This design comes from an exercise in tuning for a short achievable clock period and few clock cycles on the open sky130 flow, not from production work. Function was checked by simulation only, so behaviour that the tests miss may differ from the original. Power figures rest on the tool's default switching activity, not on a simulated workload.

`flow/design.v`:
```
module weevil_core (
    input  wire        clk,
    input  wire        rst,
    input  wire [1:0]  core_id,
    output reg         mem_req,
    output reg         mem_we,
    output reg  [31:0] mem_addr,
    output reg  [3:0]  mem_be,
    output reg  [31:0] mem_wdata,
    input  wire        mem_ready,
    input  wire [31:0] mem_rdata,
    output reg         halted,
    output reg         fault
);
    localparam [3:0] XS_RUN = 4'd0, XS_MEM = 4'd1, XS_AMOR = 4'd2, XS_AMOC = 4'd3,
                     XS_AMOW = 4'd4, XS_MUL1 = 4'd5, XS_MUL2 = 4'd6, XS_DV1 = 4'd7,
                     XS_DV2 = 4'd8, XS_DVF = 4'd9, XS_STOP = 4'd10, XS_MUL3 = 4'd11,
                     XS_DV0 = 4'd12;
    localparam [7:0] C_ILLEGAL = 8'd1, C_MISALIGNED = 8'd2, C_TRAP = 8'd7, C_BREAK = 8'd8;
    reg [3:0]  xs;
    reg        cur_fetch;       
    reg [31:2] fpc;             
    reg [31:0] d_ir;
    reg        d_v;
    reg [31:2] d_pc, d_pn;             
    reg [15:1] d_ra, d_rb, d_rc;       
    reg [15:1] d_rd;                   
    reg        d_fl, d_md, d_mem, d_amo, d_sys, d_late;
    reg [15:1] d_late_oh;
    reg [31:0] ir;
    reg        ir_v;
    reg [31:2] ir_pc, x_pn;
    reg        ir_fl;                  
    reg        ir_md;                  
    reg        ir_mem;                 
    reg        ir_amo;                 
    reg        ir_sys;                 
    reg        x_late;                 
    reg [15:1] x_late_oh;
    reg [31:0] rf [1:15];
    reg        st_ie, st_mode, st_exl, st_pie, st_pmode;
    reg        fl_v, fl_c, fl_z, fl_n;
    reg [31:0] cr_epc, cr_ecause, cr_eaddr, cr_vbase, cr_irq_mask, cr_scratch;
    wire [31:0] status = {fl_n, fl_z, fl_c, fl_v, 23'd0, st_pmode, st_pie, st_exl, st_mode, st_ie};
    wire [31:0] pc = {ir_pc, 2'b00};
    wire [1:0] fmt = ir[31:30];
    wire [5:0] r_fn    = ir[29:24];
    wire [3:0] r_rd    = ir[23:20];
    wire [3:0] r_rb    = ir[15:12];
    wire       r_s     = ir[11];
    wire [4:0] r_shamt = ir[10:6];
    wire [3:0]  i_fn  = ir[29:26];
    wire [3:0]  i_rd  = ir[25:22];
    wire [3:0]  i_ra  = ir[21:18];
    wire        i_s   = ir[17];
    wire [15:0] i_imm = ir[15:0];
    wire [2:0]  m_op    = ir[29:27];
    wire [1:0]  m_mode  = ir[26:25];
    wire [3:0]  m_rt    = ir[24:21];
    wire [3:0]  m_rb    = ir[20:17];
    wire [1:0]  m_scale = ir[12:11];
    wire [11:0] m_disp  = ir[11:0];
    wire [3:0] b_fn  = ir[29:26];
    wire [3:0] b_f1  = ir[25:22];
    wire [3:0] b_f2  = ir[21:18];
    wire [1:0] b_aop = ir[13:12];
    function [11:0] reg_idx(input [31:0] w);
        case (w[31:30])
            2'b00:   reg_idx = {w[19:16], w[15:12], 4'd0};
            2'b01:   reg_idx = {w[21:18], 4'd0, 4'd0};
            2'b10:   reg_idx = {w[20:17], w[16:13], w[24:21]};
            default: reg_idx = {w[21:18], w[17:14], w[25:22]};
        endcase
    endfunction
    function [15:1] onehot(input [3:0] x);
        integer k;
        for (k = 1; k < 16; k = k + 1) onehot[k] = (x == k[3:0]);
    endfunction
    function [15:1] pre_rd(input [31:0] w);
        case (w[31:30])
            2'b00:   pre_rd = onehot(w[23:20]);
            2'b01:   pre_rd = onehot(w[25:22]);
            2'b10:   pre_rd = 15'd0;
            default: pre_rd = (w[29:26] == 4'd1) ? onehot(4'd14) : 15'd0;
        endcase
    endfunction
    function pre_fl(input [31:0] w);
        pre_fl = (w[31:30] == 2'b11) && ((w[29:26] == 4'd0) || (w[29:26] == 4'd15));
    endfunction
    function late_of(input [31:0] w);
        late_of = (w[31:30] == 2'b10 && w[29:27] <= 3'd4) ||
                  (w[31:30] == 2'b00 && w[29:24] >= 6'h10 && w[29:24] <= 6'h16) ||
                  (w[31:26] == 6'b110011);
    endfunction
    function [15:1] late_oh_of(input [31:0] w);
        case (w[31:30])
            2'b00:   late_oh_of = onehot(w[23:20]);
            2'b10:   late_oh_of = onehot(w[24:21]);
            default: late_oh_of = onehot(w[25:22]);
        endcase
    endfunction
    reg [31:0] va, vb, vc;
    wire [31:0] va2 = va, vb2 = vb;
    reg [31:0] d_va, d_vb, d_vc;
    integer rk;
    always @(*) begin
        d_va = 32'd0; d_vb = 32'd0; d_vc = 32'd0;
        for (rk = 1; rk < 16; rk = rk + 1) begin
            d_va = d_va | ({32{d_ra[rk]}} & rf[rk]);
            d_vb = d_vb | ({32{d_rb[rk]}} & rf[rk]);
            d_vc = d_vc | ({32{d_rc[rk]}} & rf[rk]);
        end
    end
    wire [31:0] imm_sx = {{16{i_imm[15]}}, i_imm};
    wire [31:0] imm_zx = {16'd0, i_imm};
    reg         x_binv, x_bimm, x_cin1, x_cinc, x_musevb;
    reg  [31:0] x_imm, x_moff, x_mbase;
    wire [31:0] add_a = va;
    wire [31:0] add_b = (x_bimm ? x_imm : vb) ^ {32{x_binv}};
    wire        add_cin = x_cin1 | (x_cinc & fl_c);
    wire [32:0] add_sum = {1'b0, add_a} + {1'b0, add_b} + {32'd0, add_cin};
    wire        add_v   = (add_a[31] == add_b[31]) && (add_sum[31] != add_a[31]);
    wire [4:0]  sh_amt = r_fn[2] ? r_shamt : vb2[4:0];
    function [31:0] rev32(input [31:0] x);
        integer k;
        for (k = 0; k < 32; k = k + 1) rev32[k] = x[31 - k];
    endfunction
    wire        sh_left = (r_fn[1:0] == 2'b00);
    wire [31:0] sh_in   = sh_left ? rev32(va2) : va2;
    wire [31:0] sh_hi   = (r_fn[1:0] == 2'b10) ? {32{va2[31]}} :
                          (r_fn[1:0] == 2'b11) ? va2 : 32'd0;
    wire [64:0] sh_w    = {sh_hi, sh_in, 1'b0} >> sh_amt;
    wire [31:0] sh_res  = sh_left ? rev32(sh_w[32:1]) : sh_w[32:1];
    wire        sh_c    = (r_fn[1:0] == 2'b11) ? sh_w[32] : sh_w[0];
    function [5:0] clz32(input [31:0] x);
        integer k;
        begin
            clz32 = 6'd32;
            for (k = 0; k < 32; k = k + 1)
                if (x[k]) clz32 = 6'd31 - k[5:0];
        end
    endfunction
    wire [5:0] clz = clz32(va2);
    reg cond_ok;
    always @(*) begin
        case (b_f1)
            4'd0:  cond_ok = 1'b1;
            4'd1:  cond_ok = fl_z;
            4'd2:  cond_ok = !fl_z;
            4'd3:  cond_ok = fl_n;
            4'd4:  cond_ok = !fl_n;
            4'd5:  cond_ok = fl_v;
            4'd6:  cond_ok = !fl_v;
            4'd7:  cond_ok = fl_c;
            4'd8:  cond_ok = !fl_c;
            4'd9:  cond_ok = fl_c && !fl_z;
            4'd10: cond_ok = !fl_c || fl_z;
            4'd11: cond_ok = (fl_n == fl_v);
            4'd12: cond_ok = (fl_n != fl_v);
            4'd13: cond_ok = !fl_z && (fl_n == fl_v);
            4'd14: cond_ok = fl_z || (fl_n != fl_v);
            default: cond_ok = 1'b0;
        endcase
    end
    reg [31:0] m_size;
    always @(*) begin
        case (m_op)
            3'd0, 3'd1, 3'd5: m_size = 32'd1;
            3'd2, 3'd3, 3'd6: m_size = 32'd2;
            default:          m_size = 32'd4;
        endcase
    end
    reg [31:0] m_addr;
    always @(*) begin
        m_addr = va2 + (x_musevb ? (vb2 << m_scale) : x_moff);
    end
    wire [31:0] m_base_new = va2 + x_mbase;
    reg        cr_known;
    reg [31:0] cr_rval;
    always @(*) begin
        cr_known = 1'b1;
        cr_rval  = 32'd0;
        if (i_imm[15:4] != 12'd0) cr_known = 1'b0;
        else case (i_imm[3:0])
            4'd0: cr_rval = status;
            4'd1: cr_rval = cr_epc;
            4'd2: cr_rval = cr_ecause;
            4'd3: cr_rval = cr_eaddr;
            4'd4: cr_rval = cr_vbase;
            4'd5: cr_rval = {30'd0, core_id};
            4'd6: cr_rval = 32'd0;
            4'd7: cr_rval = cr_irq_mask;
            4'd8: cr_rval = cr_scratch;
            default: cr_known = 1'b0;
        endcase
    end
    wire cr_task_ok = (i_imm == 16'd0) || (i_imm == 16'd5);
    reg  [31:2] x_btarget, x_pcp4;
    reg         x_tk_ok, x_nt_ok;
    wire [31:0] br_target = {x_btarget, 2'b00};
    wire [31:0] pc_plus4 = {x_pcp4, 2'b00};
    wire [31:2] d_btarget = d_pc + ((d_ir[29:26] == 4'd1) ? {{4{d_ir[25]}}, d_ir[25:0]}
                                                          : {{8{d_ir[21]}}, d_ir[21:0]});
    wire [31:2] d_pcp4 = d_pc + 30'd1;
    wire d_takes = (d_ir[31:26] == 6'b110001) ||
                   (d_ir[31:26] == 6'b110000 && d_ir[25:22] != 4'd15 &&
                    (d_ir[25:22] == 4'd0 || d_ir[21]));
    wire d_redir_raw = d_v && d_takes && (d_btarget != d_pn);
    wire [31:2] d_pn_eff = d_redir_raw ? d_btarget : d_pn;
    reg        ex_illegal, ex_misal;
    reg [31:0] ex_misal_addr;
    reg        ex_trap, ex_brk;
    reg        wr_en;
    reg [3:0]  wr_idx;
    reg [31:0] wr_val;
    reg        fl_set_nz, fl_set_c, fl_set_v;
    reg        n_n, n_z, n_c, n_v;
    reg        jump;
    reg [31:0] jump_pc;
    reg        is_mem, is_load, is_amo, is_div, is_mul, is_wait, is_rfe, is_crw, is_fence;
    reg [31:0] res;
    wire       div0 = (vb2 == 32'd0);
    always @(*) begin
        ex_illegal = 1'b0; ex_misal = 1'b0; ex_misal_addr = 32'd0;
        ex_trap = 1'b0; ex_brk = 1'b0;
        wr_en = 1'b0; wr_idx = 4'd0; wr_val = 32'd0;
        fl_set_nz = 1'b0; fl_set_c = 1'b0; fl_set_v = 1'b0;
        n_n = fl_n; n_z = fl_z; n_c = fl_c; n_v = fl_v;
        jump = 1'b0; jump_pc = br_target;
        is_mem = 1'b0; is_load = 1'b0; is_amo = 1'b0; is_div = 1'b0; is_mul = 1'b0;
        is_wait = 1'b0; is_rfe = 1'b0; is_crw = 1'b0; is_fence = 1'b0;
        res = 32'd0;
        case (fmt)
        2'b00: begin
            wr_idx = r_rd;
            wr_en  = 1'b1;
            fl_set_nz = r_s;
            if (ir[5:0] != 6'd0) ex_illegal = 1'b1;
            if (r_shamt != 5'd0 && !(r_fn >= 6'h0C && r_fn <= 6'h0F)) ex_illegal = 1'b1;
            case (r_fn)
                6'h00, 6'h01, 6'h02, 6'h03, 6'h17: begin
                    res = add_sum[31:0];
                    fl_set_c = r_s; fl_set_v = r_s;
                    n_c = add_sum[32]; n_v = add_v;
                    if (r_fn == 6'h17) begin
                        wr_en = 1'b0;
                        fl_set_nz = 1'b1; fl_set_c = 1'b1; fl_set_v = 1'b1;
                        if (r_rd != 4'd0) ex_illegal = 1'b1;
                    end
                end
                6'h04: res = va & vb;
                6'h05: res = va | vb;
                6'h06: res = va ^ vb;
                6'h07: res = va & ~vb;
                6'h08, 6'h09, 6'h0A, 6'h0B, 6'h0C, 6'h0D, 6'h0E, 6'h0F: begin
                    res = sh_res; n_c = sh_c;
                end
                6'h10, 6'h11, 6'h12: begin
                    is_mul = 1'b1; wr_en = 1'b0; fl_set_nz = 1'b0;
                end
                6'h13, 6'h14, 6'h15, 6'h16: begin
                    if (div0) res = (r_fn == 6'h13 || r_fn == 6'h14) ? 32'hFFFF_FFFF : va2;
                    else begin is_div = 1'b1; fl_set_nz = 1'b0; end    
                end
                6'h18: begin
                    res = va & vb; wr_en = 1'b0; fl_set_nz = 1'b1;
                    if (r_rd != 4'd0) ex_illegal = 1'b1;
                end
                6'h19: res = ($signed(va) < $signed(vb)) ? va : vb;
                6'h1A: res = ($signed(va) > $signed(vb)) ? va : vb;
                6'h1B: res = (va < vb) ? va : vb;
                6'h1C: res = (va > vb) ? va : vb;
                6'h1D: res = {26'd0, clz};
                6'h1E: res = {va2[7:0], va2[15:8], va2[23:16], va2[31:24]};
                6'h1F: res = {{24{va2[7]}}, va2[7:0]};
                6'h20: res = {{16{va2[15]}}, va2[15:0]};
                default: ex_illegal = 1'b1;
            endcase
            if (r_fn >= 6'h08 && r_fn <= 6'h0F) fl_set_c = r_s && (sh_amt != 5'd0);
            if (r_fn >= 6'h0C && r_fn <= 6'h0F && r_rb != 4'd0) ex_illegal = 1'b1;
            if (r_fn >= 6'h1D && r_fn <= 6'h20 && r_rb != 4'd0) ex_illegal = 1'b1;
            wr_val = res;
            n_n = res[31]; n_z = (res == 32'd0);
        end
        2'b01: begin
            wr_idx = i_rd;
            wr_en  = 1'b1;
            fl_set_nz = i_s;
            if (ir[16]) ex_illegal = 1'b1;
            case (i_fn)
                4'd0, 4'd4: begin
                    res = add_sum[31:0];
                    fl_set_c = i_s; fl_set_v = i_s;
                    n_c = add_sum[32]; n_v = add_v;
                    if (i_fn == 4'd4) begin
                        wr_en = 1'b0;
                        fl_set_nz = 1'b1; fl_set_c = 1'b1; fl_set_v = 1'b1;
                        if (i_rd != 4'd0) ex_illegal = 1'b1;
                    end
                end
                4'd1: res = va & imm_zx;
                4'd2: res = va | imm_zx;
                4'd3: res = va ^ imm_zx;
                4'd5: begin
                    res = va & imm_zx; wr_en = 1'b0; fl_set_nz = 1'b1;
                    if (i_rd != 4'd0) ex_illegal = 1'b1;
                end
                4'd6: begin
                    res = {i_imm, 16'd0};
                    if (i_ra != 4'd0 || i_s) ex_illegal = 1'b1;
                end
                4'd7: begin
                    res = pc + {imm_sx[29:0], 2'b00};
                    if (i_ra != 4'd0 || i_s) ex_illegal = 1'b1;
                end
                default: ex_illegal = 1'b1;
            endcase
            wr_val = res;
            n_n = res[31]; n_z = (res == 32'd0);
        end
        2'b10: begin
            is_mem  = 1'b1;
            is_load = (m_op <= 3'd4);
            case (m_mode)
                2'b00: if (ir[16:12] != 5'd0) ex_illegal = 1'b1;
                2'b01, 2'b10: if (ir[16:0] != 17'd0 || m_rb == 4'd0 ||
                                  (is_load && m_rt == m_rb)) ex_illegal = 1'b1;
                default: if (ir[10:0] != 11'd0) ex_illegal = 1'b1;
            endcase
            if ((m_size == 32'd2 && m_addr[0]) || (m_size == 32'd4 && m_addr[1:0] != 2'b00)) begin
                ex_misal = 1'b1; ex_misal_addr = m_addr;
            end
            wr_en = (m_mode == 2'b01 || m_mode == 2'b10);
            wr_idx = m_rb; wr_val = m_base_new;
        end
        default: begin
            case (b_fn)
                4'd0: begin
                    if (b_f1 == 4'd15) ex_illegal = 1'b1;
                    else if (cond_ok) jump = 1'b1;
                end
                4'd1: begin
                    wr_en = 1'b1; wr_idx = 4'd14; wr_val = pc_plus4;
                    jump = 1'b1;
                end
                4'd2: begin
                    if (ir[17:0] != 18'd0) ex_illegal = 1'b1;
                    else if (va2[1:0] != 2'b00) begin
                        ex_misal = 1'b1; ex_misal_addr = va2;
                    end
                    wr_en = 1'b1; wr_idx = b_f1; wr_val = pc_plus4;
                    jump = 1'b1; jump_pc = va2;
                end
                4'd3: begin
                    is_amo = 1'b1;
                    if (ir[11:0] != 12'd0) ex_illegal = 1'b1;
                    else if (va2[1:0] != 2'b00) begin
                        ex_misal = 1'b1; ex_misal_addr = va2;
                    end
                end
                4'd15: begin
                    if (ir[17:16] != 2'b00) ex_illegal = 1'b1;
                    case (b_f1)
                        4'd0: begin
                            if (b_f2 != 4'd0 || i_imm[15:8] != 8'd0) ex_illegal = 1'b1;
                            ex_trap = 1'b1;
                        end
                        4'd1: begin
                            if (b_f2 != 4'd0 || i_imm != 16'd0 || st_mode) ex_illegal = 1'b1;
                            is_rfe = 1'b1;
                            jump = 1'b1; jump_pc = cr_epc;
                        end
                        4'd2: begin
                            if (b_f2 != 4'd0 || i_imm != 16'd0) ex_illegal = 1'b1;
                            is_wait = 1'b1;
                        end
                        4'd3: begin
                            if (b_f2 != 4'd0 || i_imm != 16'd0) ex_illegal = 1'b1;
                            is_fence = 1'b1;
                        end
                        4'd4: begin
                            if (!cr_known || (st_mode && !cr_task_ok)) ex_illegal = 1'b1;
                            wr_en = 1'b1; wr_idx = b_f2; wr_val = cr_rval;
                        end
                        4'd5: begin
                            if (!cr_known || (st_mode && !cr_task_ok)) ex_illegal = 1'b1;
                            is_crw = 1'b1;
                        end
                        4'd6: begin
                            if (b_f2 != 4'd0 || i_imm != 16'd0) ex_illegal = 1'b1;
                            ex_brk = 1'b1;
                        end
                        default: ex_illegal = 1'b1;
                    endcase
                end
                default: ex_illegal = 1'b1;
            endcase
        end
        endcase
    end
    wire        ex_any = ex_illegal | ex_misal | ex_trap | ex_brk;
    reg  [3:0]  ex_cause;
    reg  [7:0]  ex_info;
    reg  [31:0] ex_epc, ex_eaddr;
    always @(*) begin
        ex_info = 8'd0; ex_epc = pc; ex_eaddr = 32'd0;
        if (ex_illegal)    ex_cause = C_ILLEGAL[3:0];
        else if (ex_misal) begin ex_cause = C_MISALIGNED[3:0]; ex_eaddr = ex_misal_addr; end
        else if (ex_trap)  begin ex_cause = C_TRAP[3:0]; ex_info = i_imm[7:0]; ex_epc = pc_plus4; end
        else               ex_cause = C_BREAK[3:0];
    end
    wire [31:0] ex_vector = {cr_vbase[31:8], ex_cause, 4'd0};
    reg [2:0]  ld_op;
    reg [1:0]  ld_lo;
    reg [3:0]  ld_rt;
    reg [15:1] ld_rt_oh;
    reg        dreq;        
    reg        q_v, q_we, q_ld;
    reg [31:2] q_addr;
    reg [3:0]  q_be;
    reg [31:0] q_wdata;
    reg [2:0]  q_op;
    reg [1:0]  q_lo;
    reg [15:1] q_rt_oh;
    reg        ld_is;
    reg [1:0]  amo_op;
    reg [3:0]  amo_rd;
    reg [31:0] amo_data, amo_cmp, amo_old;
    reg [32:0] mul_a, mul_b;
    reg [63:0] mul_p0, mul_p1, mul_p2, mul_p3;    
    reg        mul_hi;
    reg [3:0]  mul_rd;
    reg        mul_s;
    wire [63:0] mul_ax = {{31{mul_a[32]}}, mul_a};
    wire [63:0] mul_r0 = mul_b[0] ? (mul_ax << 0) : 64'd0;
    wire [63:0] mul_r1 = mul_b[1] ? (mul_ax << 1) : 64'd0;
    wire [63:0] mul_r2 = mul_b[2] ? (mul_ax << 2) : 64'd0;
    wire [63:0] mul_r3 = mul_b[3] ? (mul_ax << 3) : 64'd0;
    wire [63:0] mul_r4 = mul_b[4] ? (mul_ax << 4) : 64'd0;
    wire [63:0] mul_r5 = mul_b[5] ? (mul_ax << 5) : 64'd0;
    wire [63:0] mul_r6 = mul_b[6] ? (mul_ax << 6) : 64'd0;
    wire [63:0] mul_r7 = mul_b[7] ? (mul_ax << 7) : 64'd0;
    wire [63:0] mul_r8 = mul_b[8] ? (mul_ax << 8) : 64'd0;
    wire [63:0] mul_r9 = mul_b[9] ? (mul_ax << 9) : 64'd0;
    wire [63:0] mul_r10 = mul_b[10] ? (mul_ax << 10) : 64'd0;
    wire [63:0] mul_r11 = mul_b[11] ? (mul_ax << 11) : 64'd0;
    wire [63:0] mul_r12 = mul_b[12] ? (mul_ax << 12) : 64'd0;
    wire [63:0] mul_r13 = mul_b[13] ? (mul_ax << 13) : 64'd0;
    wire [63:0] mul_r14 = mul_b[14] ? (mul_ax << 14) : 64'd0;
    wire [63:0] mul_r15 = mul_b[15] ? (mul_ax << 15) : 64'd0;
    wire [63:0] mul_r16 = mul_b[16] ? (mul_ax << 16) : 64'd0;
    wire [63:0] mul_r17 = mul_b[17] ? (mul_ax << 17) : 64'd0;
    wire [63:0] mul_r18 = mul_b[18] ? (mul_ax << 18) : 64'd0;
    wire [63:0] mul_r19 = mul_b[19] ? (mul_ax << 19) : 64'd0;
    wire [63:0] mul_r20 = mul_b[20] ? (mul_ax << 20) : 64'd0;
    wire [63:0] mul_r21 = mul_b[21] ? (mul_ax << 21) : 64'd0;
    wire [63:0] mul_r22 = mul_b[22] ? (mul_ax << 22) : 64'd0;
    wire [63:0] mul_r23 = mul_b[23] ? (mul_ax << 23) : 64'd0;
    wire [63:0] mul_r24 = mul_b[24] ? (mul_ax << 24) : 64'd0;
    wire [63:0] mul_r25 = mul_b[25] ? (mul_ax << 25) : 64'd0;
    wire [63:0] mul_r26 = mul_b[26] ? (mul_ax << 26) : 64'd0;
    wire [63:0] mul_r27 = mul_b[27] ? (mul_ax << 27) : 64'd0;
    wire [63:0] mul_r28 = mul_b[28] ? (mul_ax << 28) : 64'd0;
    wire [63:0] mul_r29 = mul_b[29] ? (mul_ax << 29) : 64'd0;
    wire [63:0] mul_r30 = mul_b[30] ? (mul_ax << 30) : 64'd0;
    wire [63:0] mul_r31 = mul_b[31] ? (mul_ax << 31) : 64'd0;
    wire [63:0] mul_r32 = mul_b[32] ? ~(mul_ax << 32) : 64'd0;
    wire [63:0] mul_r33 = {63'd0, mul_b[32]};
    wire [63:0] mul_l1s0 = mul_r0 ^ mul_r1 ^ mul_r2;
    wire [63:0] mul_l1c0 = ((mul_r0 & mul_r1) | (mul_r0 & mul_r2) | (mul_r1 & mul_r2)) << 1;
    wire [63:0] mul_l1s1 = mul_r3 ^ mul_r4 ^ mul_r5;
    wire [63:0] mul_l1c1 = ((mul_r3 & mul_r4) | (mul_r3 & mul_r5) | (mul_r4 & mul_r5)) << 1;
    wire [63:0] mul_l1s2 = mul_r6 ^ mul_r7 ^ mul_r8;
    wire [63:0] mul_l1c2 = ((mul_r6 & mul_r7) | (mul_r6 & mul_r8) | (mul_r7 & mul_r8)) << 1;
    wire [63:0] mul_l1s3 = mul_r9 ^ mul_r10 ^ mul_r11;
    wire [63:0] mul_l1c3 = ((mul_r9 & mul_r10) | (mul_r9 & mul_r11) | (mul_r10 & mul_r11)) << 1;
    wire [63:0] mul_l1s4 = mul_r12 ^ mul_r13 ^ mul_r14;
    wire [63:0] mul_l1c4 = ((mul_r12 & mul_r13) | (mul_r12 & mul_r14) | (mul_r13 & mul_r14)) << 1;
    wire [63:0] mul_l1s5 = mul_r15 ^ mul_r16 ^ mul_r17;
    wire [63:0] mul_l1c5 = ((mul_r15 & mul_r16) | (mul_r15 & mul_r17) | (mul_r16 & mul_r17)) << 1;
    wire [63:0] mul_l1s6 = mul_r18 ^ mul_r19 ^ mul_r20;
    wire [63:0] mul_l1c6 = ((mul_r18 & mul_r19) | (mul_r18 & mul_r20) | (mul_r19 & mul_r20)) << 1;
    wire [63:0] mul_l1s7 = mul_r21 ^ mul_r22 ^ mul_r23;
    wire [63:0] mul_l1c7 = ((mul_r21 & mul_r22) | (mul_r21 & mul_r23) | (mul_r22 & mul_r23)) << 1;
    wire [63:0] mul_l1s8 = mul_r24 ^ mul_r25 ^ mul_r26;
    wire [63:0] mul_l1c8 = ((mul_r24 & mul_r25) | (mul_r24 & mul_r26) | (mul_r25 & mul_r26)) << 1;
    wire [63:0] mul_l1s9 = mul_r27 ^ mul_r28 ^ mul_r29;
    wire [63:0] mul_l1c9 = ((mul_r27 & mul_r28) | (mul_r27 & mul_r29) | (mul_r28 & mul_r29)) << 1;
    wire [63:0] mul_l1s10 = mul_r30 ^ mul_r31 ^ mul_r32;
    wire [63:0] mul_l1c10 = ((mul_r30 & mul_r31) | (mul_r30 & mul_r32) | (mul_r31 & mul_r32)) << 1;
    wire [63:0] mul_l2s0 = mul_l1s0 ^ mul_l1c0 ^ mul_l1s1;
    wire [63:0] mul_l2c0 = ((mul_l1s0 & mul_l1c0) | (mul_l1s0 & mul_l1s1) | (mul_l1c0 & mul_l1s1)) << 1;
    wire [63:0] mul_l2s1 = mul_l1c1 ^ mul_l1s2 ^ mul_l1c2;
    wire [63:0] mul_l2c1 = ((mul_l1c1 & mul_l1s2) | (mul_l1c1 & mul_l1c2) | (mul_l1s2 & mul_l1c2)) << 1;
    wire [63:0] mul_l2s2 = mul_l1s3 ^ mul_l1c3 ^ mul_l1s4;
    wire [63:0] mul_l2c2 = ((mul_l1s3 & mul_l1c3) | (mul_l1s3 & mul_l1s4) | (mul_l1c3 & mul_l1s4)) << 1;
    wire [63:0] mul_l2s3 = mul_l1c4 ^ mul_l1s5 ^ mul_l1c5;
    wire [63:0] mul_l2c3 = ((mul_l1c4 & mul_l1s5) | (mul_l1c4 & mul_l1c5) | (mul_l1s5 & mul_l1c5)) << 1;
    wire [63:0] mul_l2s4 = mul_l1s6 ^ mul_l1c6 ^ mul_l1s7;
    wire [63:0] mul_l2c4 = ((mul_l1s6 & mul_l1c6) | (mul_l1s6 & mul_l1s7) | (mul_l1c6 & mul_l1s7)) << 1;
    wire [63:0] mul_l2s5 = mul_l1c7 ^ mul_l1s8 ^ mul_l1c8;
    wire [63:0] mul_l2c5 = ((mul_l1c7 & mul_l1s8) | (mul_l1c7 & mul_l1c8) | (mul_l1s8 & mul_l1c8)) << 1;
    wire [63:0] mul_l2s6 = mul_l1s9 ^ mul_l1c9 ^ mul_l1s10;
    wire [63:0] mul_l2c6 = ((mul_l1s9 & mul_l1c9) | (mul_l1s9 & mul_l1s10) | (mul_l1c9 & mul_l1s10)) << 1;
    wire [63:0] mul_l3s0 = mul_l2s0 ^ mul_l2c0 ^ mul_l2s1;
    wire [63:0] mul_l3c0 = ((mul_l2s0 & mul_l2c0) | (mul_l2s0 & mul_l2s1) | (mul_l2c0 & mul_l2s1)) << 1;
    wire [63:0] mul_l3s1 = mul_l2c1 ^ mul_l2s2 ^ mul_l2c2;
    wire [63:0] mul_l3c1 = ((mul_l2c1 & mul_l2s2) | (mul_l2c1 & mul_l2c2) | (mul_l2s2 & mul_l2c2)) << 1;
    wire [63:0] mul_l3s2 = mul_l2s3 ^ mul_l2c3 ^ mul_l2s4;
    wire [63:0] mul_l3c2 = ((mul_l2s3 & mul_l2c3) | (mul_l2s3 & mul_l2s4) | (mul_l2c3 & mul_l2s4)) << 1;
    wire [63:0] mul_l3s3 = mul_l2c4 ^ mul_l2s5 ^ mul_l2c5;
    wire [63:0] mul_l3c3 = ((mul_l2c4 & mul_l2s5) | (mul_l2c4 & mul_l2c5) | (mul_l2s5 & mul_l2c5)) << 1;
    wire [63:0] mul_l3s4 = mul_l2s6 ^ mul_l2c6 ^ mul_l1c10;
    wire [63:0] mul_l3c4 = ((mul_l2s6 & mul_l2c6) | (mul_l2s6 & mul_l1c10) | (mul_l2c6 & mul_l1c10)) << 1;
    wire [63:0] mul_l4s0 = mul_l3s0 ^ mul_l3c0 ^ mul_l3s1;
    wire [63:0] mul_l4c0 = ((mul_l3s0 & mul_l3c0) | (mul_l3s0 & mul_l3s1) | (mul_l3c0 & mul_l3s1)) << 1;
    wire [63:0] mul_l4s1 = mul_l3c1 ^ mul_l3s2 ^ mul_l3c2;
    wire [63:0] mul_l4c1 = ((mul_l3c1 & mul_l3s2) | (mul_l3c1 & mul_l3c2) | (mul_l3s2 & mul_l3c2)) << 1;
    wire [63:0] mul_l4s2 = mul_l3s3 ^ mul_l3c3 ^ mul_l3s4;
    wire [63:0] mul_l4c2 = ((mul_l3s3 & mul_l3c3) | (mul_l3s3 & mul_l3s4) | (mul_l3c3 & mul_l3s4)) << 1;
    wire [63:0] mul_l5s0 = mul_l4s0 ^ mul_l4c0 ^ mul_l4s1;
    wire [63:0] mul_l5c0 = ((mul_l4s0 & mul_l4c0) | (mul_l4s0 & mul_l4s1) | (mul_l4c0 & mul_l4s1)) << 1;
    wire [63:0] mul_l5s1 = mul_l4c1 ^ mul_l4s2 ^ mul_l4c2;
    wire [63:0] mul_l5c1 = ((mul_l4c1 & mul_l4s2) | (mul_l4c1 & mul_l4c2) | (mul_l4s2 & mul_l4c2)) << 1;
    wire [63:0] mul_l6s0 = mul_l5s0 ^ mul_l5c0 ^ mul_l5s1;
    wire [63:0] mul_l6c0 = ((mul_l5s0 & mul_l5c0) | (mul_l5s0 & mul_l5s1) | (mul_l5c0 & mul_l5s1)) << 1;
    wire [63:0] mul_l6s1 = mul_l5c1 ^ mul_l3c4 ^ mul_r33;
    wire [63:0] mul_l6c1 = ((mul_l5c1 & mul_l3c4) | (mul_l5c1 & mul_r33) | (mul_l3c4 & mul_r33)) << 1;
    wire [63:0] mul_cs0 = mul_l6s0;
    wire [63:0] mul_cs1 = mul_l6c0;
    wire [63:0] mul_cs2 = mul_l6s1;
    wire [63:0] mul_cs3 = mul_l6c1;
    wire [63:0] mul_w0 = mul_p0 ^ mul_p1 ^ mul_p2;
    wire [63:0] mul_w1 = ((mul_p0 & mul_p1) | (mul_p0 & mul_p2) | (mul_p1 & mul_p2)) << 1;
    wire [63:0] mul_w2 = mul_w0 ^ mul_w1 ^ mul_p3;
    wire [63:0] mul_w3 = ((mul_w0 & mul_w1) | (mul_w0 & mul_p3) | (mul_w1 & mul_p3)) << 1;
    wire [63:0] mul_p = mul_w2 + mul_w3;
    wire [31:0] mul_res = mul_hi ? mul_p[63:32] : mul_p[31:0];
    reg [31:0] dv_rem, dv_d, dv_q;
    reg [33:0] dv_d3;
    reg [4:0]  dv_cnt;
    reg        dv_negq, dv_negr, dv_isq, dv_sa, dv_sb;
    reg [3:0]  dv_rd;
    reg        dv_s;
    wire [5:0] dv_clza = clz32(dv_rem);
    wire [5:0] dv_clzb = clz32(dv_d);
    wire [6:0] dv_k    = {1'b0, dv_clzb} - {1'b0, dv_clza};
    wire [34:0] dv_r1 = {3'b0, dv_rem} - {3'b0, dv_d};
    wire [34:0] dv_r2 = {3'b0, dv_rem} - {2'b0, dv_d, 1'b0};
    wire [34:0] dv_r3 = {3'b0, dv_rem} - {1'b0, dv_d3};
    wire [4:0]  dv_m0 = {dv_k[4:1], 1'b0};     
    wire [33:0] dv_b3 = {2'b0, dv_d} + {1'b0, dv_d, 1'b0};
    wire [31:0] dv_qf  = dv_negq ? -dv_q : dv_q;
    wire [31:0] dv_rf  = dv_negr ? -dv_rem : dv_rem;
    wire [31:0] dv_res = dv_isq ? dv_qf : dv_rf;
    wire [31:0] ld_w = mem_rdata >> {ld_lo, 3'b000};
    wire [7:0]  ld_b = ld_w[7:0];
    wire [15:0] ld_h = ld_lo[1] ? mem_rdata[31:16] : mem_rdata[15:0];
    reg  [31:0] ld_val;
    always @(*) begin
        case (ld_op)
            3'd0: ld_val = {{24{ld_b[7]}}, ld_b};
            3'd1: ld_val = {24'd0, ld_b};
            3'd2: ld_val = {{16{ld_h[15]}}, ld_h};
            3'd3: ld_val = {16'd0, ld_h};
            default: ld_val = mem_rdata;
        endcase
    end
    reg        mp1, mwb_v;
    reg [15:1] mul_rd_oh;
    reg        mul_wb;       
    wire mul_busy = mp1 | mwb_v;
    wire x_amo_bg = (xs == XS_AMOC) || (xs == XS_AMOW);
    wire x_div_bg = (xs == XS_DV1) || (xs == XS_DV2);
    wire x_hazard = (mul_busy && (ir_md || (mul_s && ir_fl))) ||
                    (q_v && ir_mem) ||
                    ((dreq || q_v) && (ir_amo || ir_sys || st_exl)) ||
                    (x_amo_bg && (ir_mem || ir_sys || st_exl || ir_md)) ||
                    (x_div_bg && (ir_amo || ir_sys || st_exl || ir_md || (dv_s && ir_fl)));
    wire x_exec   = ((xs == XS_RUN) || x_amo_bg || x_div_bg) && ir_v && !x_hazard;
    wire [15:1] d_regs = d_ra | d_rb | d_rc | d_rd;
    wire [31:0] d_msize = (d_ir[29:27] == 3'd0 || d_ir[29:27] == 3'd1 || d_ir[29:27] == 3'd5) ? 32'd1 :
                          (d_ir[29:27] == 3'd2 || d_ir[29:27] == 3'd3 || d_ir[29:27] == 3'd6) ? 32'd2 : 32'd4;
    wire d_hazard = (ir_v && x_late && (d_regs & x_late_oh) != 15'd0) ||
                    ((mp1 || (mwb_v && !mul_wb)) && (d_regs & mul_rd_oh) != 15'd0) ||
                    (dreq && ld_is && !mem_ready && (d_regs & ld_rt_oh) != 15'd0) ||
                    (q_v && q_ld && (d_regs & q_rt_oh) != 15'd0) ||
                    (x_div_bg && (d_regs & onehot(dv_rd)) != 15'd0);
    wire x_fault  = x_exec && ex_any && st_exl;
    wire x_exc    = x_exec && ex_any && !st_exl;
    wire x_ok     = x_exec && !ex_any;
    wire [31:0] x_next   = jump ? jump_pc : pc_plus4;
    wire x_is_jalr = (ir[31:26] == 6'b110010);
    wire x_mispred = x_is_jalr ? (va2[31:2] != x_pn) :
                     is_rfe    ? (cr_epc[31:2] != x_pn) :
                     jump      ? !x_tk_ok : !x_nt_ok;
    wire x_redir  = x_exc || (x_ok && (x_mispred || is_fence));
    wire [31:0] x_target = x_exc ? ex_vector : x_next;
    localparam BTB_N = 32;
    reg  [BTB_N-1:0] btb_v;
    reg  [8:0]       btb_tag [0:BTB_N-1];
    reg  [31:2]      btb_tgt [0:BTB_N-1];
    localparam IC_N = 32;
    reg  [IC_N-1:0] ic_v;
    reg  [31:7]     ic_tag  [0:IC_N-1];
    reg  [31:0]     ic_data [0:IC_N-1];
    reg  [31:0]      f_oh;
    function [31:0] onehot32(input [4:0] x);
        integer k;
        for (k = 0; k < 32; k = k + 1) onehot32[k] = (x == k[4:0]);
    endfunction
    reg  [8:0]       btb_rtag;
    reg  [31:2]      btb_rtgt;
    reg              btb_rv;
    reg  [31:7]      ic_rtag;
    reg  [31:0]      ic_rdata;
    reg              ic_rv;
    integer fk;
    always @(*) begin
        btb_rtag = 9'd0; btb_rtgt = 30'd0; btb_rv = 1'b0;
        ic_rtag = 25'd0; ic_rdata = 32'd0; ic_rv = 1'b0;
        for (fk = 0; fk < 32; fk = fk + 1) begin
            btb_rtag = btb_rtag | ({9{f_oh[fk]}} & btb_tag[fk]);
            btb_rtgt = btb_rtgt | ({30{f_oh[fk]}} & btb_tgt[fk]);
            btb_rv   = btb_rv | (f_oh[fk] & btb_v[fk]);
            ic_rtag  = ic_rtag | ({25{f_oh[fk]}} & ic_tag[fk]);
            ic_rdata = ic_rdata | ({32{f_oh[fk]}} & ic_data[fk]);
            ic_rv    = ic_rv | (f_oh[fk] & ic_v[fk]);
        end
    end
    wire             btb_hit = btb_rv && (btb_rtag == fpc[15:7]);
    wire [31:2]      fpc_seq = btb_hit ? btb_rtgt : fpc + 30'd1;
    wire [4:0]       btb_wi  = ir_pc[6:2];
    wire [4:0]      ic_i    = fpc[6:2];
    wire            ic_hit  = ic_rv && (ic_rtag == fpc[31:7]);
    wire            f_mem   = cur_fetch && mem_ready;      
    wire [31:0]     ir_in   = ic_hit ? ic_rdata : mem_rdata;
    wire d_adv    = d_v && !d_hazard && !x_redir &&
                    ((((xs == XS_RUN) || x_amo_bg || x_div_bg) && (!ir_v || x_exec)) ||
                     ((xs == XS_DVF) && !ir_v));
    wire [15:1] dv_rd_oh = (xs == XS_DVF) ? onehot(dv_rd) : 15'd0;
    wire [15:1] mb_oh    = mul_wb ? mul_rd_oh : 15'd0;
    wire d_redir  = d_redir_raw && !x_redir;
    wire f_ok     = (ic_hit || f_mem) && (!d_v || d_adv) && !d_redir;
    wire amo_cas_fail = (amo_op == 2'd3) && (mem_rdata != amo_cmp);
    reg [3:0] xs_n;
    always @(*) begin
        xs_n = xs;
        case (xs)
            XS_RUN: if (x_fault) xs_n = XS_STOP;
                    else if (x_ok) begin
                        if (is_amo)       xs_n = XS_AMOR;
                        else if (is_div)  xs_n = XS_DV1;
                        else if (is_wait) xs_n = XS_STOP;
                    end
            XS_MEM:  if (mem_ready) xs_n = XS_RUN;
            XS_AMOR: if (mem_ready) xs_n = (amo_op == 2'd1) ? XS_AMOC : XS_AMOW;
            XS_AMOC: xs_n = XS_AMOW;
            XS_AMOW: if (mem_ready || !mem_req) xs_n = XS_RUN;
            XS_MUL1: xs_n = XS_MUL2;
            XS_MUL2: xs_n = XS_MUL3;
            XS_MUL3: xs_n = XS_RUN;
            XS_DV0:  xs_n = XS_DV1;
            XS_DV1:  xs_n = dv_k[6] ? XS_DVF : XS_DV2;
            XS_DV2:  if (dv_cnt == 5'd0) xs_n = XS_DVF;
            XS_DVF:  xs_n = XS_RUN;
            default: xs_n = XS_STOP;
        endcase
    end
    wire        ir_v_n = d_adv ? 1'b1 : (x_exec || x_redir) ? 1'b0 : ir_v;
    wire        d_v_n  = x_redir ? 1'b0 : f_ok ? 1'b1 : d_adv ? 1'b0 : d_v;
    wire [31:2] fpc_n  = x_redir ? x_target[31:2] : d_redir ? d_btarget : f_ok ? fpc_seq : fpc;
    wire        cur_data = dreq || (xs == XS_AMOR) || (xs == XS_AMOW && mem_req);
    wire        stop_n   = (xs == XS_STOP) || x_fault || (x_ok && is_wait);
    reg [3:0]  xr_be;
    reg [31:0] xr_wdata;
    always @(*) begin
        xr_be = 4'b1111; xr_wdata = vc;
        case (m_op)
            3'd5: begin xr_be = 4'b0001 << m_addr[1:0]; xr_wdata = {4{vc[7:0]}}; end
            3'd6: begin xr_be = m_addr[1] ? 4'b1100 : 4'b0011; xr_wdata = {2{vc[15:0]}}; end
            default: ;
        endcase
    end
    reg        rf_we;
    reg [3:0]  rf_wa;
    reg [31:0] rf_wd;
    always @(*) begin
        rf_we = 1'b0; rf_wa = wr_idx; rf_wd = wr_val; mul_wb = 1'b0;
        case (xs)
            XS_DVF:  begin rf_we = 1'b1; rf_wa = dv_rd; rf_wd = dv_res; end
            default: if (x_exec && wr_en) rf_we = x_ok && !is_div;
                     else mul_wb = mwb_v;
        endcase
        if (mul_wb) begin rf_we = 1'b1; rf_wa = mul_rd; rf_wd = mul_res; end
    end
    wire [15:1] x_wr_oh = (ir_v && wr_en && !is_div) ? onehot(wr_idx) : 15'd0;
    wire        lp_ld  = dreq && ld_is && mem_ready;
    wire        lp_amo = (xs == XS_AMOR) && mem_ready;
    wire [15:1] lp_oh  = lp_ld ? ld_rt_oh : lp_amo ? onehot(amo_rd) : 15'd0;
    wire [31:0] lp_wd  = lp_ld ? ld_val : mem_rdata;
    wire [15:1] ld_byp_oh = lp_ld ? ld_rt_oh : 15'd0;    
    integer i;
    always @(posedge clk) begin
        if (rst) begin
            xs <= XS_RUN;
            cur_fetch <= 1'b1;
            fpc <= 30'd0;
            f_oh <= 32'd1;
            ir_v <= 1'b0;
            d_v <= 1'b0;
            btb_v <= {BTB_N{1'b0}};
            ic_v <= {IC_N{1'b0}};
            dreq <= 1'b0;
            q_v <= 1'b0;
            mp1 <= 1'b0; mwb_v <= 1'b0;
            mem_req <= 1'b1; mem_we <= 1'b0; mem_addr <= 32'd0; mem_be <= 4'b1111;
            halted <= 1'b0; fault <= 1'b0;
            for (i = 1; i < 16; i = i + 1) rf[i] <= 32'd0;
            st_ie <= 1'b0; st_mode <= 1'b0; st_exl <= 1'b0; st_pie <= 1'b0; st_pmode <= 1'b0;
            fl_n <= 1'b0; fl_z <= 1'b0; fl_c <= 1'b0; fl_v <= 1'b0;
            cr_epc <= 32'd0; cr_ecause <= 32'd0; cr_eaddr <= 32'd0; cr_vbase <= 32'd0;
            cr_irq_mask <= 32'd0; cr_scratch <= 32'd0;
        end else begin
            xs   <= xs_n;
            ir_v <= ir_v_n;
            d_v  <= d_v_n;
            fpc  <= fpc_n;
            f_oh <= x_redir ? onehot32(x_target[6:2]) : d_redir ? onehot32(d_btarget[6:2]) :
                    f_ok ? (btb_hit ? onehot32(btb_rtgt[6:2]) : {f_oh[30:0], f_oh[31]}) : f_oh;
            if (d_redir && !d_adv) d_pn <= d_btarget;
            if (x_ok && jump) begin
                btb_v[btb_wi] <= 1'b1;
                btb_tag[btb_wi] <= ir_pc[15:7];
                btb_tgt[btb_wi] <= jump_pc[31:2];
            end else if (x_ok && x_mispred)
                btb_v[btb_wi] <= 1'b0;
            if (x_ok && is_fence) ic_v <= {IC_N{1'b0}};
            if (f_mem) begin
                ic_v[ic_i] <= 1'b1;
                ic_tag[ic_i] <= fpc[31:7];
                ic_data[ic_i] <= mem_rdata;
            end
            if (f_ok) begin
                d_ir <= ir_in;
                d_pc <= fpc;
                d_pn <= fpc_seq;
                d_ra <= onehot(reg_idx(ir_in) >> 8);
                d_rb <= onehot(reg_idx(ir_in) >> 4);
                d_rc <= onehot(reg_idx(ir_in));
                d_rd <= pre_rd(ir_in);
                d_fl <= pre_fl(ir_in);
                d_md <= (ir_in[31:30] == 2'b00) && (ir_in[29:24] >= 6'h10) &&
                        (ir_in[29:24] <= 6'h16);
                d_mem <= (ir_in[31:30] == 2'b10) || (ir_in[31:26] == 6'b110011);
                d_amo <= (ir_in[31:26] == 6'b110011);
                d_sys <= (ir_in[31:26] == 6'b111111);
                d_late <= late_of(ir_in);
                d_late_oh <= late_oh_of(ir_in);
            end
            if (d_adv) begin
                x_binv <= (d_ir[31:30] == 2'b00 && (d_ir[29:24] == 6'h01 || d_ir[29:24] == 6'h03 ||
                                                     d_ir[29:24] == 6'h17)) ||
                          (d_ir[31:30] == 2'b01 && d_ir[29:26] == 4'd4);
                x_bimm <= (d_ir[31:30] == 2'b01);
                x_cin1 <= (d_ir[31:30] == 2'b00 && (d_ir[29:24] == 6'h01 || d_ir[29:24] == 6'h17)) ||
                          (d_ir[31:30] == 2'b01 && d_ir[29:26] == 4'd4);
                x_cinc <= (d_ir[31:30] == 2'b00 && (d_ir[29:24] == 6'h02 || d_ir[29:24] == 6'h03));
                x_imm  <= {{16{d_ir[15]}}, d_ir[15:0]};
                x_musevb <= (d_ir[26:25] == 2'b11);
                x_moff <= (d_ir[26:25] == 2'b00) ? {{20{d_ir[11]}}, d_ir[11:0]} :
                          (d_ir[26:25] == 2'b10) ? -d_msize : 32'd0;
                x_mbase <= (d_ir[26:25] == 2'b01) ? d_msize : -d_msize;
                ir <= d_ir; ir_pc <= d_pc; x_pn <= d_pn_eff;
                x_btarget <= d_btarget; x_pcp4 <= d_pcp4;
                x_tk_ok <= (d_btarget == d_pn_eff); x_nt_ok <= (d_pcp4 == d_pn_eff);
                ir_fl <= d_fl; ir_md <= d_md; ir_mem <= d_mem; ir_amo <= d_amo; ir_sys <= d_sys;
                x_late <= d_late; x_late_oh <= d_late_oh;
                va <= ((x_wr_oh & d_ra) != 15'd0) ? wr_val : ((mb_oh & d_ra) != 15'd0) ? mul_res :
                      ((dv_rd_oh & d_ra) != 15'd0) ? dv_res :
                      ((ld_byp_oh & d_ra) != 15'd0) ? ld_val : d_va;
                vb <= ((x_wr_oh & d_rb) != 15'd0) ? wr_val : ((mb_oh & d_rb) != 15'd0) ? mul_res :
                      ((dv_rd_oh & d_rb) != 15'd0) ? dv_res :
                      ((ld_byp_oh & d_rb) != 15'd0) ? ld_val : d_vb;
                vc <= ((x_wr_oh & d_rc) != 15'd0) ? wr_val : ((mb_oh & d_rc) != 15'd0) ? mul_res :
                      ((dv_rd_oh & d_rc) != 15'd0) ? dv_res :
                      ((ld_byp_oh & d_rc) != 15'd0) ? ld_val : d_vc;
            end
            for (i = 1; i < 16; i = i + 1)
                if (rf_we && rf_wa == i[3:0]) rf[i] <= rf_wd;
                else if (lp_oh[i]) rf[i] <= lp_wd;
            if (x_exc) begin
                cr_epc    <= ex_epc;
                cr_ecause <= {16'd0, ex_info, 4'd0, ex_cause};
                cr_eaddr  <= ex_eaddr;
                st_pie <= st_ie; st_pmode <= st_mode;
                st_ie <= 1'b0; st_mode <= 1'b0; st_exl <= 1'b1;
            end
            if (x_fault) fault <= 1'b1;
            if (x_ok) begin
                if (is_wait) halted <= 1'b1;
                if (fl_set_nz) begin fl_n <= n_n; fl_z <= n_z; end
                if (fl_set_c) fl_c <= n_c;
                if (fl_set_v) fl_v <= n_v;
                if (is_rfe) begin
                    st_ie <= st_pie; st_mode <= st_pmode; st_exl <= 1'b0;
                end
                if (is_crw) begin
                    case (i_imm[3:0])
                        4'd0: begin
                            {fl_n, fl_z, fl_c, fl_v} <= va2[31:28];
                            {st_pmode, st_pie, st_exl, st_mode, st_ie} <= va2[4:0];
                        end
                        4'd1: cr_epc <= va2;
                        4'd4: cr_vbase <= {va2[31:8], 8'd0};
                        4'd7: cr_irq_mask <= va2;
                        4'd8: cr_scratch <= va2;
                        default: ;
                    endcase
                end
            end
            if (xs == XS_RUN) begin
                amo_op <= b_aop; amo_rd <= b_f1; amo_data <= vb2; amo_cmp <= vc;
                dv_negq <= (r_fn == 6'h14) && (va2[31] ^ vb2[31]);
                dv_negr <= (r_fn == 6'h16) && va2[31];
                dv_isq  <= (r_fn == 6'h13 || r_fn == 6'h14);
                dv_sa   <= (r_fn == 6'h14 || r_fn == 6'h16) && va2[31];
                dv_sb   <= (r_fn == 6'h14 || r_fn == 6'h16) && vb2[31];
                dv_rem  <= ((r_fn == 6'h14 || r_fn == 6'h16) && va2[31]) ? -va2 : va2;
                dv_d    <= ((r_fn == 6'h14 || r_fn == 6'h16) && vb2[31]) ? -vb2 : vb2;
                dv_rd <= r_rd; dv_s <= r_s;
            end
            if (x_exec && is_mul) begin
                mul_a <= {(r_fn == 6'h12) & va2[31], va2};
                mul_b <= {(r_fn == 6'h12) & vb2[31], vb2};
                mul_hi <= (r_fn != 6'h10); mul_rd <= r_rd; mul_s <= r_s;
                mul_rd_oh <= onehot(r_rd);
            end
            mp1 <= x_ok && is_mul;
            mwb_v <= mp1 || (mwb_v && !mul_wb);
            if (x_ok && fl_set_nz && mul_busy) mul_s <= 1'b0;
            if (x_ok && fl_set_nz && x_div_bg) dv_s <= 1'b0;
            if (mp1) begin
                mul_p0 <= mul_cs0; mul_p1 <= mul_cs1;
                mul_p2 <= mul_cs2; mul_p3 <= mul_cs3;
            end
            if (mul_wb && mul_s && !(x_ok && fl_set_nz)) begin
                fl_n <= mul_res[31]; fl_z <= (mul_res == 32'd0);
            end
            if (xs == XS_DV1) begin
                dv_q <= 32'd0;
                dv_d <= dv_d << dv_m0;
                dv_d3 <= dv_b3 << dv_m0;
                dv_cnt <= {1'b0, dv_k[4:1]};
            end
            if (xs == XS_DV2) begin
                if (!dv_r3[34]) begin
                    dv_rem <= dv_r3[31:0]; dv_q <= {dv_q[29:0], 2'b11};
                end else if (!dv_r2[34]) begin
                    dv_rem <= dv_r2[31:0]; dv_q <= {dv_q[29:0], 2'b10};
                end else if (!dv_r1[34]) begin
                    dv_rem <= dv_r1[31:0]; dv_q <= {dv_q[29:0], 2'b01};
                end else
                    dv_q <= {dv_q[29:0], 2'b00};
                dv_d <= dv_d >> 2;
                dv_d3 <= dv_d3 >> 2;
                dv_cnt <= dv_cnt - 5'd1;
            end
            if (xs == XS_DVF && dv_s) begin
                fl_n <= dv_res[31]; fl_z <= (dv_res == 32'd0);
            end
            if (xs == XS_AMOR && mem_ready) amo_old <= mem_rdata;
            cur_fetch <= 1'b0;
            if (cur_data && !mem_ready) begin
                if (x_ok && is_mem) q_v <= 1'b1;     
                if (!q_v) begin
                    q_we <= !is_load; q_ld <= is_load;
                    q_addr <= m_addr[31:2]; q_be <= xr_be; q_wdata <= xr_wdata;
                    q_op <= m_op; q_lo <= m_addr[1:0]; q_rt_oh <= onehot(m_rt);
                end
            end else begin
                if (dreq && q_v) begin
                    mem_be <= q_be; mem_wdata <= q_wdata;
                    ld_op <= q_op; ld_lo <= q_lo; ld_rt_oh <= q_rt_oh; ld_is <= q_ld;
                end else if (xs == XS_AMOR) begin
                    mem_wdata <= (amo_op == 2'd2) ? (mem_rdata | amo_data) : amo_data;
                end else if (xs == XS_AMOC) begin
                    mem_wdata <= amo_old + amo_data;
                end else begin
                    mem_be <= is_mem ? xr_be : 4'b1111; mem_wdata <= xr_wdata;
                    ld_op <= m_op; ld_lo <= m_addr[1:0]; ld_rt_oh <= onehot(m_rt); ld_is <= is_load;
                end
                mem_req <= 1'b0;
                dreq <= 1'b0;
                if (stop_n) begin
                end else if (dreq && q_v) begin      
                    mem_req <= 1'b1; dreq <= 1'b1; q_v <= 1'b0;
                    mem_addr <= {q_addr, 2'b00}; mem_we <= q_we;
                end else if (x_ok && is_mem) begin
                    mem_req <= 1'b1; dreq <= 1'b1;
                    mem_addr <= {m_addr[31:2], 2'b00}; mem_we <= !is_load;
                end else if (x_ok && is_amo) begin
                    mem_req  <= 1'b1;
                    mem_addr <= {va2[31:2], 2'b00};
                    mem_we   <= 1'b0;
                end else if (xs == XS_AMOR) begin    
                    if (amo_op != 2'd1) begin
                        mem_req <= !amo_cas_fail; mem_we <= 1'b1;
                    end
                end else if (xs == XS_AMOC) begin
                    mem_req <= 1'b1; mem_we <= 1'b1;
                end else begin
                    mem_req <= 1'b1; cur_fetch <= 1'b1; mem_we <= 1'b0;
                    mem_addr <= {fpc_n, 2'b00};
                end
            end
        end
    end
endmodule
```
`flow/flow/run.sh`:
```
#!/bin/bash
# Standard ORFS layout (the standard.sh, standard synthesis unchanged), with
# repair_timing asked for extra setup margin so that the resizer keeps
# optimising paths well below the 20 ns constraint. Clock, I/O delays and loads
# are the design's constraint.sdc as given.
set -euo pipefail
MARGIN=$(cat flow/margin.txt)
sed "s/\"\${@:-finish}\"/SETUP_SLACK_MARGIN=${MARGIN} \"\${@:-finish}\"/" standard.sh > tuned_standard.sh
grep -q "SETUP_SLACK_MARGIN=${MARGIN}" tuned_standard.sh
bash tuned_standard.sh finish > orfs_make.log 2>&1
```
`flow/flow/margin.txt`:
```
14
```
`flow/standard.sh`:
```
#!/bin/bash
# synth_recipe.tcl (not shown) runs the flow's synth.tcl, then flattens the netlist and writes it again
# the make line also repeats each setting of config.mk as NAME=value (left out here)
make -C /OpenROAD-flow-scripts/flow DESIGN_CONFIG=/design/flow/config.mk WORK_HOME=/design/flow/orfs CLKGATE_MAP_FILE= SYNTH_SCRIPT=/design/flow/synth_recipe.tcl "${@:-finish}"
```
`flow/config.mk`:
```
export PLATFORM = sky130hd
export DESIGN_NAME = weevil_core
export DESIGN_NICKNAME = weevil_core
export VERILOG_FILES = /design/flow/design.v
export SDC_FILE = /design/flow/constraint.sdc
export NUM_CORES = 4
export LEC_CHECK = 0
export ABC_CLOCK_PERIOD_IN_PS = 5000
export CAP_MARGIN = 30
export CELL_PAD_IN_SITES_DETAIL_PLACEMENT = 1
export CORE_MARGIN = 2
export CORE_UTILIZATION = 22
export PLACE_DENSITY = 0.35
export SLEW_MARGIN = 60
```
`flow/constraint.sdc`:
```
create_clock -name core_clock -period 20.0 [get_ports {clk}]
set_input_delay 4.0000 -clock core_clock [delete_from_list [all_inputs] [get_ports {clk}]]
set_output_delay 4.0000 -clock core_clock [all_outputs]
set_load 0.01 [all_outputs]
```
==> run notes <==
Critical path:
- The arrival time reported for the critical path endpoint is 6.95 ns.
- The critical path starts at rst.
- Measured in cells, the most critical reg-to-reg path has a length of 19.
- The element type at the critical path end is a flip-flop.
- The setup check on the worst reg-to-reg path leaves a slack of 13.93 ns.
- The maximum fanout along the worst path is 23.
- The setup path with the least slack is of type in -> reg.
- STA classifies the critical path startpoint as an input pin.
- The critical path required time is 20.78 ns.
- The reg-to-reg endpoint is fl_z.
- In this run the critical register-to-register path is launched from vb[1].

Placement:
- At the end of routability-driven placement, the weighted congestion stood at 0.933.
- Buffers placed on the I/O ports in this run total 106.
- The estimated wirelength of the detail-placed design is 1110 mm.

Run:
- The number of max-cap violations is 0.

Route:
- Using the TritonRoute via totals, the vias-per-cell ratio works out to 5.48.
- The DRC violation total after the first TritonRoute iteration is 29200.
- For this run, the detailed router's first-pass iteration total came to 10.
- The remaining number of nets flagged by the antenna check after routing is 0.
- For this run, design rule violations remaining after detail routing come to 0.
- The routed layout has 235000 vias.
- The final wirelength is 1620 mm.
- Dividing the detail-routed wire length by the instance count gives 37.8 um.

CTS:
- The clock tree from TritonCTS is done.
- The clock insertion delay at the later pin of the skew report is 1.17 ns.
- The clock drives 5047 sinks.
- The post-cts hold buffer count is 0.
- The master cell of the clock root buffer is clkbuf_16.
- The clock slew at the register clock pins of the worst setup and hold paths is 0.06 ns.
- The H-tree was split into 6 levels.
- The number of buffers added by the clock tree synthesis step is 634.
- The worst-case clock buffer depth is 5.

Min path:
- In this run the worst hold path is classified as reg -> reg.
- The worst hold path was traced through 0 stages.
- The path with the worst hold slack has its endpoint at x_late_oh[7].
- The hold path startpoint is d_late_oh[7].

Synthesis:
- The number of standard cells after synthesis is 24900.
- The post-synth design cell area is 281000 um2.
- The mean area per synthesized cell is 11.3 um2.
- By area, the combinational part of the netlist is dominated by compound AO/OA/AOI/OAI gates.
- Counting flops with an async set or reset pin after synthesis yields a share of 0%.
- The synthesized-area fraction occupied by xor and xnor cells is 2.23%.
- The share of the synthesized area in compound gates (AO/OA/AOI/OAI) is 17.8%.
- The sequential element share of the synthesized area is 51.1%.
- Of the post-synthesis cell area, the part taken by muxes is 2.74%.
- For this run, the leading register cell type out of synthesis is edfxtp_1.
- The unique cell type count in the Yosys netlist is 114.
- Counting flops with a built-in enable in the synthesized netlist gives 4219.
- After Yosys synthesis, full adders, half adders and majority gates account for 11.0% of the synthesized area.
- The flip-flop and latch count after synthesis is 5047.
- For this run, the number of Yosys warnings is 2.
- The synthesized netlist devotes 10.7% of its cell area to simple gates.

Floorplanning:
- The floorplan step set the die width to 1.13 mm.
- The total area inside the core boundary comes to 1270000 um2.
- The initial standard-cell utilization of the core is 22.1%.
- The die covers 1280000 um2.
- The floorplan has 414 rows.
- The floorplan step set the die height to 1.13 mm.
- The total I/O pin count is 109.

STA:
- Clock skew on the completed layout was measured at 0.115 ns.
- The smallest hold slack is 0.417 ns.
- Dividing the final minimum period by the clock period gives 30.8%.
- The total setup violations reported at the end of the flow is 0.
- For the pin with the worst max-slew slack, the measured transition is 0.752 ns.
- Counting I/O delays and the setup requirement, the final critical path takes 6.17 ns.
- The worst slew slack as a fraction of its limit is 49.9%.
- The total count of hold-check failures in the final report came to 0.
- The maximum clock frequency is 0.162 GHz.
- The final sum of negative setup slack is 0 ns.
- The max-slew violation total from the final report is 0.
- Setup repair after global routing could not meet its margin everywhere.

Final layout:
- In the layout the commonest cells are edfxtp_1 (4219), nand2_1 (1744), a22oi_1 (1635).
- The final layout net count is 27300.
- The synthesis-to-finish area growth is 20.9%.
- The most common cell after layout, fill and taps aside is edfxtp_1.
- The post-route netlist has 15.8% of its cells at a drive strength greater than 1.

GRT:
- The met3 global-route usage is 3.69%.
- The via count of the first global-routing pass is 236000.
- The first global-routing pass estimated 2170 mm of wire.
- The global routing met1 resource utilization is 32.2%.
- The most used routing layer is met2.
- The total routing usage reported by global routing is 24.2%.
- The met2 routing resource usage after global routing is 39.0%.
- The largest net degree at the start of global routing is 108.
- The aggregate global routing overflow is 0.
- The initial antenna violation count is 174.

Power and ir drop:
- The worst-case IR drop observed on VDD is 0.000159 V.
- Summed over all cells, the static leakage comes to 0.117 uW.
- In this run the power density over the cells is 134 nW/um2.

Outcome:
- The run finished with no timing, DRC or antenna violations.
[logic make-up after synthesis]
logic type / after synthesis
flip-flops: 5047
AND/OR/NAND/NOR: 6312
multiplexers: 647
XOR/XNOR: 698
buffers and inverters: 3260
adder cells (fa/ha/maj): 1785
other: 1
AO/OA/AOI/OAI: 7130
[sequential cells by signal, indices dropped and copies added (netlist names), 33 cells and up, named ones only]
name / cells
ic_data: 1024
btb_tgt: 960
ic_tag: 800
rf: 480
btb_tag: 288
mul_p0: 64
mul_p1: 63
mul_p2: 49
dv_d3: 34
mul_p3: 34
mul_a: 33
mul_b: 33
[Yosys cell counts, types with 38 or more instances]
library cell / count / share of area [%]
nand3_1: 552 / 0.98
ha_1: 645 / 2.9
a22o_1: 461 / 1.4
o21bai_1: 44 / 0.12
edfxtp_1: 4219 / 45
a21o_1: 161 / 0.43
xor2_1: 229 / 0.71
a31oi_1: 121 / 0.27
mux2i_1: 346 / 1.2
nor2b_1: 117 / 0.26
nand4_1: 370 / 0.82
mux2_2: 217 / 0.87
o21ai_1: 43 / 0.077
buf_1: 299 / 0.40
nand2b_1: 91 / 0.20
a32oi_1: 172 / 0.54
a221o_1: 38 / 0.14
o211ai_1: 182 / 0.49
clkbuf_1: 1422 / 1.9
o31ai_1: 89 / 0.24
buf_2: 82 / 0.15
a211oi_1: 331 / 0.89
fa_1: 1140 / 8.1
or2_2: 57 / 0.13
o2111ai_1: 42 / 0.13
dfxtp_1: 828 / 5.9
o221ai_1: 94 / 0.29
and2_1: 887 / 2.0
nand2_1: 1810 / 2.4
o22ai_1: 193 / 0.43
a222oi_1: 154 / 0.55
or4_1: 67 / 0.18
inv_1: 1413 / 1.9
a221oi_1: 559 / 1.7
a21oi_1: 1335 / 2.4
xnor2_1: 458 / 1.4
nor3_1: 405 / 0.72
or3_1: 73 / 0.16
o21a_1: 76 / 0.20
a22oi_1: 1637 / 4.4
o21ai_0: 1020 / 1.8
and3_1: 81 / 0.18
nor2_1: 1591 / 2.1
mux4_2: 74 / 0.59
nor4_1: 106 / 0.24
[layer usage]
metal | up-vias | routed length (um) | share of wire [%]
met1 | 126000 | 682000 | 42
met3 | 2818 | 110000 | 6.8
met5 | - | 312 | 0.019
met4 | 44 | 89500 | 5.5
met2 | 11000 | 738000 | 46
li1 | 94800 | - | -
[worst max-delay path, stage by stage]
cell and delay (ns):
buf_8 0.14, inv_8 0.40, and3_2 0.47, nand2_2 0.35, nor2_4 0.38, buf_8 0.21
buf_6 0.19, buf_6 0.43
[worst max-delay path by stage]
| stage | to | cells past startpoint |
|---|---|---|
| global placement | va[3] | 18 |
| CTS | mem_wdata[14] | 2 |
| finish | btb_tgt[5][22] | 8 |
| floorplan | mul_p0[0] | 5 |
| global route | mem_wdata[14] | 2 |
| detailed placement | d_rb[7] | 12 |
[stage by stage]
step | utilization [%] | cells | power, uW | cell area (um2) | setup slack, ns
after floorplan | - | 24900 | 23000 | 282000 | 11.88
after global placement | 24.1 | 41200 | 32400 | 307000 | 11.46
after detailed placement | 24.7 | 41400 | 33200 | 314000 | 11.92
after CTS | 26.5 | 42700 | 44900 | 337000 | 13.91
after global routing | 26.7 | 42800 | 46700 | 339000 | 13.92
final | 26.7 | 42900 | 45400 | 339000 | 13.83
[report_power, final]
group          total (uW)  internal (uW)  switching [uW]
sequential          13700          12600            1110
clock               11400           6400            5000
combinational       20200           6030           14200
total               45400          25100           20300
[cell type report]
cell class | count | area [um2]
diodes | 51 | 128
clock buffers | 846 | 17200
clock inverters | 296 | 2720
fillers | 140000 | 932000
inverters | 1429 | 5450
multi-input cells | 16600 | 131000
flip-flops and latches | 5047 | 144000
well taps | 16800 | 21100
repair buffers | 1759 | 17800
repair inverters | 1 | 7.51
[repair_timing]
action                                  4_1_cts  5_1_grt
endpoints found under the setup margin     2801      711
gates resized for setup                     440      188
endpoints found under the hold margin         0        0
pin swaps                                    42       45
cloned                                       17        5
buffers inserted                             97       52
Testbench counts, summed over its fixed seeds: cycles 124,118.

-- static timing again, ports no longer ideal --
The results above use ideal ports. As a check the final layout listed here was re-extracted and re-timed, cells and wires unchanged. Step 1: set_driving_cell puts a clkbuf_16 on clk and a buf_2 on each other input, an assumption about the parent block. Step 2 moves the port delays by t, midway between the first and last clock arrival at a register: inputs arrive t later, outputs are due t later. That takes back most of the time a late clock gives input paths. Three values: no drivers, after step 1, after step 2; two values: the first two.
shift t [ns]: 1.283
slack for setup (ns): 13.833 / 13.796 / 12.595
latest minus earliest clock arrival (ns): 0.116 / 0.116
After both steps setup and hold are still met in this run. The setup slack of this run moves by -0.037 ns with the drivers and by -1.238 ns with both steps.
